This design comes from an exercise in tuning for small area, a short achievable clock period and few clock cycles per item on the open sky130 flow, not from production work. The RTL was checked by simulation tests, not by an equivalence proof against the original design.

File: run.sh
#!/bin/bash
# synth_recipe.tcl (not shown) runs the flow's synth.tcl, then flattens the netlist and writes it again
# the make line also repeats each setting of config.mk as NAME=value (left out here)
make -C /OpenROAD-flow-scripts/flow DESIGN_CONFIG=/design/flow/config.mk WORK_HOME=/design/flow/orfs CLKGATE_MAP_FILE= SYNTH_SCRIPT=/design/flow/synth_recipe.tcl finish
File: config.mk
export PLATFORM = sky130hd
export DESIGN_NAME = rs72_dec
export DESIGN_NICKNAME = rs72_dec
export VERILOG_FILES = /design/flow/design.v
export SDC_FILE = /design/flow/constraint.sdc
export NUM_CORES = 4
export LEC_CHECK = 0
export CAP_MARGIN = 20
export CORE_MARGIN = 2
export CORE_UTILIZATION = 40
export PLACE_DENSITY = 0.6
export SLEW_MARGIN = 20
File: constraint.sdc
create_clock -name core_clock -period 32.0 [get_ports {clk}]
set_input_delay 6.4000 -clock core_clock [delete_from_list [all_inputs] [get_ports {clk}]]
set_output_delay 6.4000 -clock core_clock [all_outputs]
set_load 0.01 [all_outputs]
File: design.v
module rs72_dec (
    input             clk,
    input             rst,
    input             in_valid,
    output            in_ready,
    input      [63:0] in_data,
    output            out_valid,
    output     [63:0] out_data,
    output            out_last,
    output            out_corrected,
    output            out_uncorrectable,
    output     [1:0]  out_nerr
);
    function automatic [7:0] gf_mul(input [7:0] a, input [7:0] b);
        integer i;
        reg [7:0] p, x;
        begin
            p = 8'd0;
            x = a;
            for (i = 0; i < 8; i = i + 1) begin
                if (b[i]) p = p ^ x;
                x = {x[6:0], 1'b0} ^ (x[7] ? 8'h1D : 8'h00);
            end
            gf_mul = p;
        end
    endfunction
    function automatic [8*255-1:0] gf_alpha_table(input integer unused);
        integer i;
        reg [7:0] x;
        begin
            x = 8'd1;
            for (i = 0; i < 255; i = i + 1) begin
                gf_alpha_table[8*i +: 8] = x;
                x = {x[6:0], 1'b0} ^ (x[7] ? 8'h1D : 8'h00);
            end
        end
    endfunction
    localparam [8*255-1:0] ALPHA = gf_alpha_table(0);
    function automatic [7:0] gf_inv(input [7:0] a);
        reg [7:0] a2, a3, a6, a7, a14, a15, a30, a31, a62, a63, a126, a127;
        begin
            a2   = gf_mul(a, a);
            a3   = gf_mul(a2, a);
            a6   = gf_mul(a3, a3);
            a7   = gf_mul(a6, a);
            a14  = gf_mul(a7, a7);
            a15  = gf_mul(a14, a);
            a30  = gf_mul(a15, a15);
            a31  = gf_mul(a30, a);
            a62  = gf_mul(a31, a31);
            a63  = gf_mul(a62, a);
            a126 = gf_mul(a63, a63);
            a127 = gf_mul(a126, a);
            gf_inv = gf_mul(a127, a127);
        end
    endfunction
    localparam [2:0] S_RECV  = 3'd0,
                     S_SOLVE = 3'd1,
                     S_CHIEN = 3'd2,
                     S_VALUE = 3'd3,
                     S_SEND  = 3'd4;
    localparam [1:0] M_NONE = 2'd0,
                     M_ONE  = 2'd1,
                     M_TWO  = 2'd2,
                     M_FAIL = 2'd3;
    reg [2:0]  state;
    reg [3:0]  beat;           
    reg [63:0] dbuf [0:7];     
    reg [7:0]  syn  [0:7];     
    reg [1:0]  mode;           
    reg [7:0]  sig1, sig2;     
    reg [1:0]  nroot;          
    reg [7:0]  xl1, xl2;       
    reg [6:0]  pos1, pos2;     
    reg [7:0]  yv1, yv2;       
    reg [1:0]  nerr;
    reg        uncorr;
    wire accept = in_valid && in_ready;
    assign in_ready = (state == S_RECV);
    reg [7:0] syn_next [0:7];
    integer j, k;
    always @* begin
        for (j = 0; j < 8; j = j + 1) begin
            syn_next[j] = (beat == 4'd0) ? 8'd0 : gf_mul(syn[j], ALPHA[8*((8*j) % 255) +: 8]);
            for (k = 0; k < 8; k = k + 1)
                syn_next[j] = syn_next[j] ^ gf_mul(in_data[8*k +: 8], ALPHA[8*((j*(7-k)) % 255) +: 8]);
        end
    end
    reg [7:0] det, inv_det, inv_s0, x_one, s1_num, s2_num, s_sig1, s_sig2;
    reg       all_zero, one_ok, two_ok;
    reg [1:0] s_mode;
    always @* begin
        all_zero = 1'b1;
        for (j = 0; j < 8; j = j + 1)
            if (syn[j] != 8'd0) all_zero = 1'b0;
        det     = gf_mul(syn[0], syn[2]) ^ gf_mul(syn[1], syn[1]);
        inv_det = gf_inv(det);
        inv_s0  = gf_inv(syn[0]);
        x_one  = gf_mul(syn[1], inv_s0);
        one_ok = (syn[0] != 8'd0) && (x_one != 8'd0);
        for (j = 1; j < 7; j = j + 1)
            if (syn[j+1] != gf_mul(x_one, syn[j])) one_ok = 1'b0;
        s1_num = gf_mul(syn[1], syn[2]) ^ gf_mul(syn[0], syn[3]);
        s2_num = gf_mul(syn[1], syn[3]) ^ gf_mul(syn[2], syn[2]);
        s_sig1 = gf_mul(s1_num, inv_det);
        s_sig2 = gf_mul(s2_num, inv_det);
        two_ok = 1'b1;
        for (j = 2; j < 6; j = j + 1)
            if ((syn[j+2] ^ gf_mul(s_sig1, syn[j+1]) ^ gf_mul(s_sig2, syn[j])) != 8'd0)
                two_ok = 1'b0;
        if (all_zero)
            s_mode = M_NONE;
        else if (det == 8'd0)
            s_mode = one_ok ? M_ONE : M_FAIL;
        else
            s_mode = two_ok ? M_TWO : M_FAIL;
    end
    reg [7:0] ch_a   [0:7];
    reg [6:0] ch_pos [0:7];
    reg [7:0] ch_root;
    always @* begin
        for (k = 0; k < 8; k = k + 1) begin
            ch_pos[k] = {beat[2:0] , 3'd0} + k;
            if (beat == 4'd8) ch_pos[k] = 7'd64 + k;
            ch_a[k] = 8'd0;
            for (j = 0; j < 9; j = j + 1)
                if (beat == j) ch_a[k] = ALPHA[8*(71 - (8*j + k)) +: 8];
            case (mode)
                M_ONE:   ch_root[k] = (ch_a[k] == sig1);
                M_TWO:   ch_root[k] = ((gf_mul(ch_a[k], ch_a[k]) ^ gf_mul(sig1, ch_a[k]) ^ sig2) == 8'd0);
                default: ch_root[k] = 1'b0;
            endcase
        end
    end
    reg [7:0] v_y1;
    always @* begin
        if (mode == M_TWO)
            v_y1 = gf_mul(syn[1] ^ gf_mul(syn[0], xl2), gf_inv(xl1 ^ xl2));
        else
            v_y1 = syn[0];
    end
    reg [1:0] c_nroot;
    reg [7:0] c_xl1, c_xl2;
    reg [6:0] c_pos1, c_pos2;
    always @* begin
        c_nroot = nroot;
        c_xl1   = xl1;
        c_xl2   = xl2;
        c_pos1  = pos1;
        c_pos2  = pos2;
        for (k = 0; k < 8; k = k + 1) begin
            if (ch_root[k]) begin
                if (c_nroot == 2'd0) begin
                    c_xl1  = ch_a[k];
                    c_pos1 = ch_pos[k];
                end else begin
                    c_xl2  = ch_a[k];
                    c_pos2 = ch_pos[k];
                end
                if (c_nroot != 2'd3) c_nroot = c_nroot + 2'd1;
            end
        end
    end
    always @(posedge clk) begin
        if (rst) begin
            state  <= S_RECV;
            beat   <= 4'd0;
            nerr   <= 2'd0;
            uncorr <= 1'b0;
        end else begin
            case (state)
                S_RECV: if (accept) begin
                    for (j = 0; j < 8; j = j + 1)
                        syn[j] <= syn_next[j];
                    if (beat != 4'd8)
                        dbuf[beat[2:0]] <= in_data;
                    if (beat == 4'd8) begin
                        beat  <= 4'd0;
                        state <= S_SOLVE;
                    end else begin
                        beat <= beat + 4'd1;
                    end
                end
                S_SOLVE: begin
                    mode  <= s_mode;
                    sig1  <= (s_mode == M_ONE) ? x_one : s_sig1;
                    sig2  <= s_sig2;
                    nroot <= 2'd0;
                    beat  <= 4'd0;
                    state <= S_CHIEN;
                end
                S_CHIEN: begin
                    nroot <= c_nroot;
                    xl1   <= c_xl1;
                    xl2   <= c_xl2;
                    pos1  <= c_pos1;
                    pos2  <= c_pos2;
                    if (beat == 4'd8) begin
                        beat  <= 4'd0;
                        state <= S_VALUE;
                    end else begin
                        beat <= beat + 4'd1;
                    end
                end
                S_VALUE: begin
                    yv1 <= v_y1;
                    yv2 <= v_y1 ^ syn[0];
                    case (mode)
                        M_NONE: begin nerr <= 2'd0; uncorr <= 1'b0; end
                        M_ONE:  begin
                            nerr   <= (nroot == 2'd1) ? 2'd1 : 2'd0;
                            uncorr <= (nroot != 2'd1);
                        end
                        M_TWO:  begin
                            nerr   <= (nroot == 2'd2) ? 2'd2 : 2'd0;
                            uncorr <= (nroot != 2'd2);
                        end
                        default: begin nerr <= 2'd0; uncorr <= 1'b1; end
                    endcase
                    beat  <= 4'd0;
                    state <= S_SEND;
                end
                S_SEND: begin
                    if (beat == 4'd7) begin
                        beat  <= 4'd0;
                        state <= S_RECV;
                    end else begin
                        beat <= beat + 4'd1;
                    end
                end
                default: state <= S_RECV;
            endcase
        end
    end
    reg [63:0] fix;
    reg [6:0]  opos;
    always @* begin
        for (k = 0; k < 8; k = k + 1) begin
            opos = {beat[2:0], 3'd0} + k;
            fix[8*k +: 8] = dbuf[beat[2:0]][8*k +: 8];
            if (nerr != 2'd0 && opos == pos1) fix[8*k +: 8] = fix[8*k +: 8] ^ yv1;
            if (nerr == 2'd2 && opos == pos2) fix[8*k +: 8] = fix[8*k +: 8] ^ yv2;
        end
    end
    assign out_valid         = (state == S_SEND);
    assign out_data          = fix;
    assign out_last          = (state == S_SEND) && (beat == 4'd7);
    assign out_corrected     = (nerr != 2'd0);
    assign out_uncorrectable = uncorr;
    assign out_nerr          = nerr;
endmodule
==> summary.txt <==
[placed cells by master (no fill, tap or decap), types with 55 or more instances in the layout]
cell / count
nand3_1: 197
clkdlybuf4s50_1: 137
edfxtp_1: 642
mux4_2: 129
nor3_1: 203
xnor2_1: 3415
and2_1: 60
nor2_1: 1346
o211ai_1: 92
a22oi_1: 97
mux2i_1: 279
nand4_1: 55
ha_1: 124
xor3_1: 58
xor2_1: 906
buf_4: 591
inv_1: 145
nand2b_1: 87
xnor2_2: 108
o22ai_1: 140
nor2b_1: 63
a21oi_1: 529
xnor3_1: 456
nand2_1: 2295
o21ai_0: 415
a211oi_1: 71
clkbuf_16: 75
[stage by stage]
stage	instances	utilization, %	instance area, µm²
3_3_place_gp	17715	42.6	125000
2_1_floorplan	14110	-	118000
3_5_place_dp	17715	42.6	125000
5_1_grt	17874	43.6	128000
6_report	17882	43.6	128000
4_1_cts	17849	43.4	128000
[critical path, delay by kind of cell, from the launching register on]
kind	cells	cell delay, ns
xor gates and xnor gates	49	17.84
and+or+nand+nor	16	3.18
AOI/OAI and AO/OA	15	3.18
buffers and inverters	14	2.40
adders and majority gates	6	2.34
DFF	1	0.68
muxes	2	0.55
[path summary, 6_finish.rpt]
kind                   from      end
setup / recovery  syn[0][4]  sig1[5]
hold / removal       uncorr   uncorr
setup reg to reg  syn[0][4]  sig1[5]
hold reg to reg      uncorr   uncorr
[flip-flops by register name (all words and copies together) (netlist names), 3 cells and up, named ones only]
signal	cells
xl1	8
sig2	8
state	3
xl2	8
beat	4
pos2	7
yv1	8
yv2	8
sig1	8
dbuf	512
pos1	7
syn	64
[repair_timing]
| item | CTS | global route |
|---|---|---|
| resized for setup | 1 | 50 |
| buffers inserted | 0 | 21 |
| endpoints found under the setup margin | 9 | 15 |
| pin swaps | 0 | 4 |
[cell families (layout without fill, tap and decap cells)]
kind of cell    count (synthesis)  in the layout  share of synthesized area [%]
buf+inv                      1221           1063                           4.30
fa+ha+maj                     134            134                           1.40
mux                           454            454                           5.25
compound gates               1912           1912                           10.4
flops                         655            655                           16.5
simple gates                 4650           4650                           16.7
xor+xnor                     5084           5084                           45.5
other cells                     0             11                              0
[metal layers]
layer,routed length (µm),part of all wire [%],track usage [%]
met1,188000,41,40.2
met4,22400,4.9,12.0
met5,423,0.093,0.459
met3,50600,11,6.30
met2,196000,43,44.1
[final cells by class]
type | instances | area share (%)
well taps | 3919 | 3.82
repair buffers | 737 | 4.65
inverters | 192 | 0.569
diodes | 11 | 0.0214
clock buffers | 83 | 1.48
clock inverters | 51 | 0.520
multi-input cells | 12234 | 73.7
flip-flops and latches | 655 | 15.2
==> impl_metrics.py <==
metrics = {
    "status": {
        "status": "finished clean",
    },
    "drt": {
        "drtIter0Drc": 13591,
        "remaining_drc_errors": 0,
        "wirelength_um": 457000,
        "firstDrtPassIters": 8,
        "wire_per_inst_um": 25.6,
        "antenna_left": 0,
        "vias_per_cell": 5.81,
        "via_count": 103896,
    },
    "global_route": {
        "grt_start_max_net_pins": 72,
        "grt_usage_pct": 29.2,
        "grt_pass1_vias": 95599,
        "grt_first_pass_wirelength_um": 666000,
        "grt_remaining_overflow": 0,
        "antenna_found_initial": 9,
    },
    "sta": {
        "relSlewSlack_pct": 7.38,
        "min_period_over_period_pct": 95.5,
        "finalHoldViolations": 0,
        "fmax_mhz": 32.7,
        "worst_slack_ns": 1.44,
        "holdWs_ns": 0.507,
        "drv_slew": 0,
        "tightest_slew_ns": 1.38,
        "tns_ns": 0,
        "period_needed_ns": 30.56,
        "setup_viol": 0,
        "fin_skew_ns": 0.0345,
    },
    "synth": {
        "synth_top_area_cell": "xnor2_1",
        "synth_area_per_cell_um2": 8.40,
        "yosys_warnings": 5,
        "ys.flop_type": "edfxtp_1",
        "netlist_top_cells_count": "xnor2_1, nand2_1, nor2_1, xor2_1, clkbuf_1",
        "synthesis.area_um2": 118000,
        "synth_edf_count": 642,
        "yosysTopAreaCellShare_pct": 25.5,
        "syn_nets": 14306,
        "synth.most_common_cell": "xnor2_1",
        "synthArstFlopShare_pct": 0,
        "ys_seq_area_share_pct": 16.5,
        "synth.area.top_cells": "xnor2_1, edfxtp_1, xnor3_1",
        "ys_seq_elements": 655,
        "synthCells": 14110,
        "synth_cell_types": 137,
    },
    "job": {
        "cap_violations": 0,
    },
    "floorplan": {
        "die_area_um2": 301000,
        "die_h_um": 548,
        "chipWidth_um": 548,
        "rows": 199,
        "ios": 138,
        "initial_core_util_pct": 40.3,
        "core_area_um2": 294000,
    },
    "clock_network": {
        "cts_buffer_depth": 3,
        "cts_tree": "built",
        "h-tree-depth": 3,
        "hold_buffers": 0,
        "numCtsBuffers": 75,
        "root_buffer": "clkbuf_16",
        "insertion_delay_ns": 0.71,
        "cts.sinks": 655,
        "cts.reportedPaths.clkPinSlew_ns": 0.08,
    },
    "placement": {
        "port_buffers": 137,
        "dp_hpwl_um": 322000,
        "dpl_worst_slack_ns": -0.144,
        "gp_congestion": 1.04,
    },
    "final_layout": {
        "drive_gt1_share_pct": 9.36,
        "n_fill_cell": 29133,
        "synthToLayoutAreaGrowth_pct": 8.44,
        "regArea_um2": 19600,
        "nets": 14091,
        "multi_input_area_um2": 94700,
    },
    "setup_path": {
        "crit_top_cell": "xnor3_1",
        "cp_slowest_cell": "xnor3_4",
        "critPathMaxStageDelay_ns": 0.71,
        "reg2reg_depth": 102,
        "crit_fanout": 28,
        "regToRegSetupSlack_ns": 1.44,
        "worst_setup_path_end_kind": "flip-flop",
        "setup.worst_path.class": "reg2reg",
        "cp.required_ns": 32.43,
        "crit_arrival_ns": 30.98,
        "crit_path_start_kind": "flip-flop",
    },
    "worst_hold_path": {
        "hold_path.class": "reg2reg",
        "worstHoldPathCells": 2,
    },
}
Testbench counts, summed over its fixed seeds: cycles 44,800, units 1,600.

afterwards: timing with drivers on the ports:
Ports are ideal in the flow. The routed layout listed here was re-timed in OpenROAD. Step 1, drivers: a clkbuf_16 drives clk and a buf_2 each remaining input, both assumed. Step 2 also shifts input and output timing later by t, the mid clock arrival at the registers, as if the neighbouring blocks saw the same clock. a / b / c = no drivers / after step 1 / after step 2; a / b = the first two.
t (ns): 0.752
setup WS [ns]: 1.445 / 1.445 / 1.445
clock arrival spread, ns: 0.058 / 0.059
cell pins on the clock port's net: 1
After both steps setup and hold are still met in this run. The setup slack of this run moves by 0.000 ns with the drivers and by 0.000 ns with both steps.
